This is an optimization exercise on Yosys and OpenROAD, whose aim is small area, a short achievable clock period and few clock cycles, not a production implementation. At most, simulation tests tie the RTL to the original design; equivalence was not proved.

==> job 6615 <==
==> flow/design.v (excerpt) <==
module arc_detector (
    input  wire        clk,
    input  wire        rst,         
    input  wire [14:0] depth,       
    input  wire [14:0] alpha,       
    input  wire [14:0] floor_q,     
    input  wire [5:0]  confirm,     
    input  wire [15:0] holdoff,     
    input  wire [7:0]  limit,       
    input  wire [15:0] learn,       
    input  wire        latch_in,    
    input  wire        s_valid,
    input  wire [15:0] s_data,      
    input  wire        s_clr,       
    output wire        s_ready,
    output reg         r_valid,
    output reg         r_evt,       
    output reg         r_inh,       
    output reg         r_latch,     
    output reg  [31:0] r_arcs       
);
export LEC_CHECK = 0
export CAP_MARGIN = 20
export CORE_MARGIN = 2
export CORE_UTILIZATION = 55
export SLEW_MARGIN = 20
create_clock -name core_clock -period 14.0 [get_ports {clk}]
standard.sh (not shown) runs the stock make flow with config.mk's settings and CLKGATE_MAP_FILE= SYNTH_SCRIPT=/design/flow/synth_recipe.tcl, a recipe that flattens the netlist after the stock synthesis.
==> flow/flow/run.sh <==
#!/bin/bash
# The standard layout, with timing repair asked to leave setup slack so that
# the design runs well below the fixed clock period.
set -euo pipefail
bash standard.sh SETUP_SLACK_MARGIN=8 finish > standard.log 2>&1
==> job 9009 (differences from job 6615) <==
--- a/flow/design.v
+++ b/flow/design.v
@@ -16,44 +16,53 @@
     output reg         r_valid,
     output reg         r_evt,       
     output reg         r_inh,       
     output reg         r_latch,     
     output reg  [31:0] r_arcs       
 );
     localparam [10:0] POLL_LAST = 11'd1999;    
-    assign s_ready = 1'b1;
     reg               va, vb;
     reg  signed [15:0] xa;
     reg               x15;           
     reg               ca, clr;
     reg        [15:0] dq;            
     reg        [14:0] alpha_r;
     reg        [14:0] d_r;           
     wire       [15:0] dq_next;
+    wire              stall;
+    assign s_ready = ~stall;
     always @(posedge clk) begin
-        va      <= s_valid & ~rst;
-        xa      <= s_data;
-        ca      <= s_clr;
-        vb      <= va & ~rst;
-        x15     <= xa[15];
-        clr     <= ca;
-        dq      <= dq_next;
+        if (rst) begin
+            va <= 1'b0;
+            vb <= 1'b0;
+        end else if (!stall) begin
+            va <= s_valid;
+            vb <= va;
+        end
+        if (!stall) begin
+            xa  <= s_data;
+            ca  <= s_clr;
+            x15 <= xa[15];
+            clr <= ca;
+        end
+        dq      <= stall ? {x15, {15{~x15}}} : dq_next;
         alpha_r <= alpha;
         d_r     <= depth;
     end
-    wire xv = vb;
+    wire xv = vb & ~stall;
     reg signed [30:0] b;
     reg        [15:0] c;
     reg               m_hold, m_learn;
     reg        [10:0] poll;
     wire signed [15:0] bq = b[30:15];
     wire [14:0] bq_u = b[29:15];
     wire above_floor = ~b[30] & (b[29:15] >= floor_q);
     wire ovf = (x15 ^ b[30]) & (dq[15] ^ x15);
-    wire [15:0] s = ovf ? {x15, {15{~x15}}} : dq;
+    assign stall = vb & ovf;
+    wire [15:0] s = dq;
     wire ba_one0 = alpha_r[0] ^ 1'b0;
     wire ba_two0 = (alpha_r[1] & ~alpha_r[0] & ~1'b0) | (~alpha_r[1] & alpha_r[0] & 1'b0);
     wire ba_neg0 = alpha_r[1];
     wire ba_one1 = alpha_r[2] ^ alpha_r[1];
     wire ba_two1 = (alpha_r[3] & ~alpha_r[2] & ~alpha_r[1]) | (~alpha_r[3] & alpha_r[2] & alpha_r[1]);
     wire ba_neg1 = alpha_r[3];
     wire ba_one2 = alpha_r[4] ^ alpha_r[3];
==> flow/flow/run.sh (replaced) <==
#!/bin/bash
# The standard layout, with timing repair asked to leave setup slack so that
# the design runs well below the fixed clock period.
set -euo pipefail
bash standard.sh SETUP_SLACK_MARGIN=7 finish > standard.log 2>&1
==> run summary <==
Result of the run: job 6615 complete, no violations; job 9009 complete, no violations
Xor/xnor cell area share of the yosys netlist: job 6615 4.538%; job 9009 4.661%
HPWL after detailed placement: job 6615 61.85 mm; job 9009 64.87 mm
Compound-gate portion of the synthesized area: job 6615 29.02%; job 9009 27.58%
Inverter count of the layout excluding clock inverters: job 6615 361; job 9009 363
Combined area of the multi-input logic cells: job 6615 20830 um2; job 9009 20020 um2
Count of different cell masters after synthesis: job 6615 81; job 9009 82
Crit share post-route: job 6615 46.12%; job 9009 48.47%
Clock insertion delay at the later pin of the skew report: job 6615 500 ps; job 9009 510 ps
Number of rows created at floorplan: job 6615 78; job 9009 79
Peak fanout along the critical path: job 6615 15; job 9009 88
Syn Area/Cell: job 6615 7.680 um2; job 9009 7.779 um2
Multi-input combinational area share: job 6615 66.94%; job 9009 70.55%
Synth Net Count: job 6615 3800; job 9009 3867
GRT Util Overall: job 6615 37.95%; job 9009 36.37%
Cell depth of the worst setup path: job 6615 27; job 9009 23
Routed wire length per instance: job 6615 23.52 um; job 9009 23.15 um
Testbench counts of job 9009, summed over its fixed seeds: cycles 192,024.
No functional check of the RTL was part of job 6615.

## static timing again, ports no longer ideal
The results above use ideal ports. As a check the final layouts listed here were re-extracted and re-timed, cells and wires unchanged.
Step 1 assumes that a clkbuf_16 drives the clock port and a buf_2 every other input.
Step 2 also shifts input and output timing later by t, the mid clock arrival at the registers, as if the neighbouring blocks saw the same clock.
a / b / c = ideal ports / drivers / drivers and shift; a / b = the first two.
run | t, ns | setup slack, ns | worst register clock-pin slew, ns
job 6615 | 0.546 | 7.544 / 7.544 / 7.463 | 0.08 / 0.08
job 9009 | 0.565 | 7.215 / 7.215 / 7.215 | 0.09 / 0.09
After both steps every run listed still meets setup and hold. For job 6615, which loses most, drivers alone change the setup slack by 0.000 ns; drivers and shift together by -0.081 ns.
